This is an optimization exercise on Yosys and OpenROAD, whose aim is small area, a short achievable clock period and few clock cycles per item, not a production implementation. In this exercise RTL edits were held to simulation tests only and were not proved equivalent to the original.

## layer_blend
module layer_blend (
    input  wire        clk,
    input  wire        rst,
    input  wire        cfg_we,
    input  wire        cfg_addr,
    input  wire [31:0] cfg_wdata,
    input  wire        in_valid,
    output wire        in_ready,
    input  wire [11:0] fg_y,
    input  wire [11:0] fg_cb,
    input  wire [11:0] fg_cr,
    input  wire [10:0] fg_a,
    input  wire [11:0] key_y,
    input  wire [11:0] bg_y,
    input  wire [11:0] bg_cb,
    input  wire [11:0] bg_cr,
    output reg         out_valid,
    input  wire        out_ready,
    output reg  [11:0] out_y,
    output reg  [11:0] out_cb,
    output reg  [11:0] out_cr
);
    reg        premul;
    reg [1:0]  asrc;
    reg [10:0] galpha;
    reg        key_inv;
    reg [11:0] key_hi;
    reg [11:0] key_lo;
    always @(posedge clk) begin
        if (rst) begin
            premul  <= 1'b0;
            asrc    <= 2'b00;
            galpha  <= 11'h400;
            key_inv <= 1'b0;
            key_hi  <= 12'heb0;
            key_lo  <= 12'h100;
        end else if (cfg_we) begin
            if (cfg_addr == 1'b0) begin
                premul <= cfg_wdata[29];
                asrc   <= cfg_wdata[25:24];
                galpha <= cfg_wdata[10:0];
            end else begin
                key_inv <= cfg_wdata[31];
                key_hi  <= cfg_wdata[27:16];
                key_lo  <= cfg_wdata[11:0];
            end
        end
    end
    reg v0, v1, v2, vh, vs, rdy;
    wire go      = !vs;
    wire r2_free = !v2 || go;
    wire r1_free = !v1 || r2_free;
    wire r0_free = !v0 || r1_free;
    wire push    = v2 && go;
    wire pop     = vh && out_ready;
    wire v0_n = r0_free ? in_valid : v0;
    wire v1_n = r1_free ? v0 : v1;
    wire v2_n = r2_free ? v1 : v2;
    wire vh_n = (!vh || pop) ? (vs || push) : vh;
    wire vs_n = vs ? !(!vh || pop) : (push && vh && !pop);
    assign in_ready = rdy;
    reg [11:0] r0_fy, r0_fcb, r0_fcr, r0_by, r0_bcb, r0_bcr;
    reg [11:0] r0_key;     
    always @(posedge clk) begin
        if (r0_free) begin
            r0_fy  <= fg_y;  r0_fcb <= fg_cb; r0_fcr <= fg_cr;
            r0_by  <= bg_y;  r0_bcb <= bg_cb; r0_bcr <= bg_cr;
            r0_key <= (asrc == 2'b01) ? {1'b0, fg_a} : key_y;
        end
    end
    wire [11:0] r     = key_hi - key_lo;
    wire        below = r0_key < key_lo;
  ...
Size: roughly 3600 cells after synthesis, roughly 380 flip-flops, about 170 I/O pins.
clock: 95.0 ns
lec_check: 0
cap_margin: 20
core_margin: 2
core_utilization: 65
slew_margin: 20
synth_hierarchical: 1
synth_minimum_keep_size: 0
standard.sh (not shown) runs the stock make flow with config.mk's settings and CLKGATE_MAP_FILE= SYNTH_SCRIPT=/design/flow/synth_recipe.tcl, a recipe that flattens the netlist after the stock synthesis.
==> flow/flow/run.sh <==
#!/bin/bash
# The standard layout, with plain buf_2 cells as the port buffers instead of
# the delay buffers that buffer_ports picks by default.
set -euo pipefail
export BUFFER_PORTS_ARGS="-buffer_cell sky130_fd_sc_hd__buf_2"
bash standard.sh > standard_flow.log 2>&1
The baseline went through all stages and came out clean.
Testbench counts at the start, summed over its fixed seeds: cycles 24,768, items 24,576.
Edit:
--- a/flow/config.mk
+++ b/flow/config.mk
@@ -7,6 +7,9 @@
 export LEC_CHECK = 0
-export CAP_MARGIN = 20
+export ABC_AREA = 1
+export CAP_MARGIN = 0
 export CORE_MARGIN = 2
-export CORE_UTILIZATION = 65
-export SLEW_MARGIN = 20
+export CORE_UTILIZATION = 40
+export CTS_CLUSTER_DIAMETER = 80
+export CTS_CLUSTER_SIZE = 22
+export SLEW_MARGIN = 0
 export SYNTH_HIERARCHICAL = 1
Result:
- The changed run finished with timing, DRC and antenna clean
- wire length rises by 0.47%
- cell area falls by 0.67%
- via count fell by 1.6%
- die area rises by 60%
- clock-buffer cell count decreases by 19

========
layer_blend again, from the RTL that the note above started with.
// layer_blend
module layer_blend (
    input  wire        clk,
    input  wire        rst,
    input  wire        cfg_we,
    input  wire        cfg_addr,
    input  wire [31:0] cfg_wdata,
    input  wire        in_valid,
    output wire        in_ready,
    input  wire [11:0] fg_y,
    input  wire [11:0] fg_cb,
    input  wire [11:0] fg_cr,
    input  wire [10:0] fg_a,
    input  wire [11:0] key_y,
    input  wire [11:0] bg_y,
    input  wire [11:0] bg_cb,
    input  wire [11:0] bg_cr,
    output reg         out_valid,
    input  wire        out_ready,
    output reg  [11:0] out_y,
    output reg  [11:0] out_cb,
    output reg  [11:0] out_cr
);
export LEC_CHECK = 0
export CAP_MARGIN = 20
export CORE_MARGIN = 2
export CORE_UTILIZATION = 40
export CTS_BUF_LIST = sky130_fd_sc_hd__clkbuf_8
export SLEW_MARGIN = 20
export SYNTH_HIERARCHICAL = 1
export SYNTH_MINIMUM_KEEP_SIZE = 0
create_clock -name core_clock -period 95.0 [get_ports {clk}]
Scripts as last shown in full above: flow/flow/run.sh
The starting point passed the timing, design-rule and antenna checks.
Testbench counts at the start, summed over its fixed seeds: cycles 24,768, items 24,576.
Then changed:
ABC_AREA = 1   (was unset)
CTS_BUF_LIST = unset   (was sky130_fd_sc_hd__clkbuf_8)
CTS_CLUSTER_DIAMETER = 80   (was unset)
CTS_CLUSTER_SIZE = 22   (was unset)
The new run completed with no timing, DRC or antenna violations.
Non-clock buffer count falls by 19.
Clock skew falls by 0.023 ns.
Setup slack hardly moves.
Wire length falls by 0.49%.
Synthesized cell count rises by 8.6%.
Fmax is about the same.
Global-route usage stays flat.
Design area falls by 2.2%.
Then changed:
CAP_MARGIN = 0   (was 20)
CORE_UTILIZATION = 60   (was 40)
SLEW_MARGIN = 0   (was 20)
After rerunning: The changed run completed and failed the layout checks on max-capacitance violations, max-slew violations. Wire length is about the same. Final area decreases by about 1.5%. Count of clock-buffer cells in the layout decreases by 2. Critical path depth increases by 4. Die area decreases by 33%. Setup slack improved by 0.039 ns. Flip-flop and latch count is unchanged. Hold slack improved by 0.022 ns.

-- re-timing with driven ports --
How much do the figures lean on ideal ports? The routed layouts below were timed once more, with nothing changed but the port constraints.
Step 1 assumes that a clkbuf_16 drives the clock port and a buf_2 every other input.
Step 2, shift: input delay + t, output delay - t, t = (earliest + latest rising clock arrival at the registers) / 2. This alone moves slack from input paths to output paths.
Slacks: ideal / step 1 / step 2; pairs: ideal / step 1.
| run | t, ns | setup WS [ns] | slew at the worst register clock pin (ns) | worst slew at a driven data input, ns |
|---|---|---|---|---|
| the first run of note 1 | 0.647 | 74.847 / 74.785 / 74.554 | 0.06 / 0.06 | 0.08 |
| the second run of note 1 | 0.692 | 74.781 / 74.711 / 74.387 | 0.10 / 0.10 | 0.07 |
| the first run of note 2 | 0.722 | 74.780 / 74.720 / 74.751 | 0.07 / 0.07 | 0.09 |
| the second run of note 2 | 0.693 | 74.780 / 74.710 / 74.383 | 0.10 / 0.10 | 0.07 |
| the third run of note 2 | 0.659 | 74.820 / 74.768 / 74.204 | 0.09 / 0.09 | 0.05 |
For the third run of note 2, which loses most, drivers alone change the setup slack by -0.052 ns; drivers and shift together by -0.616 ns.
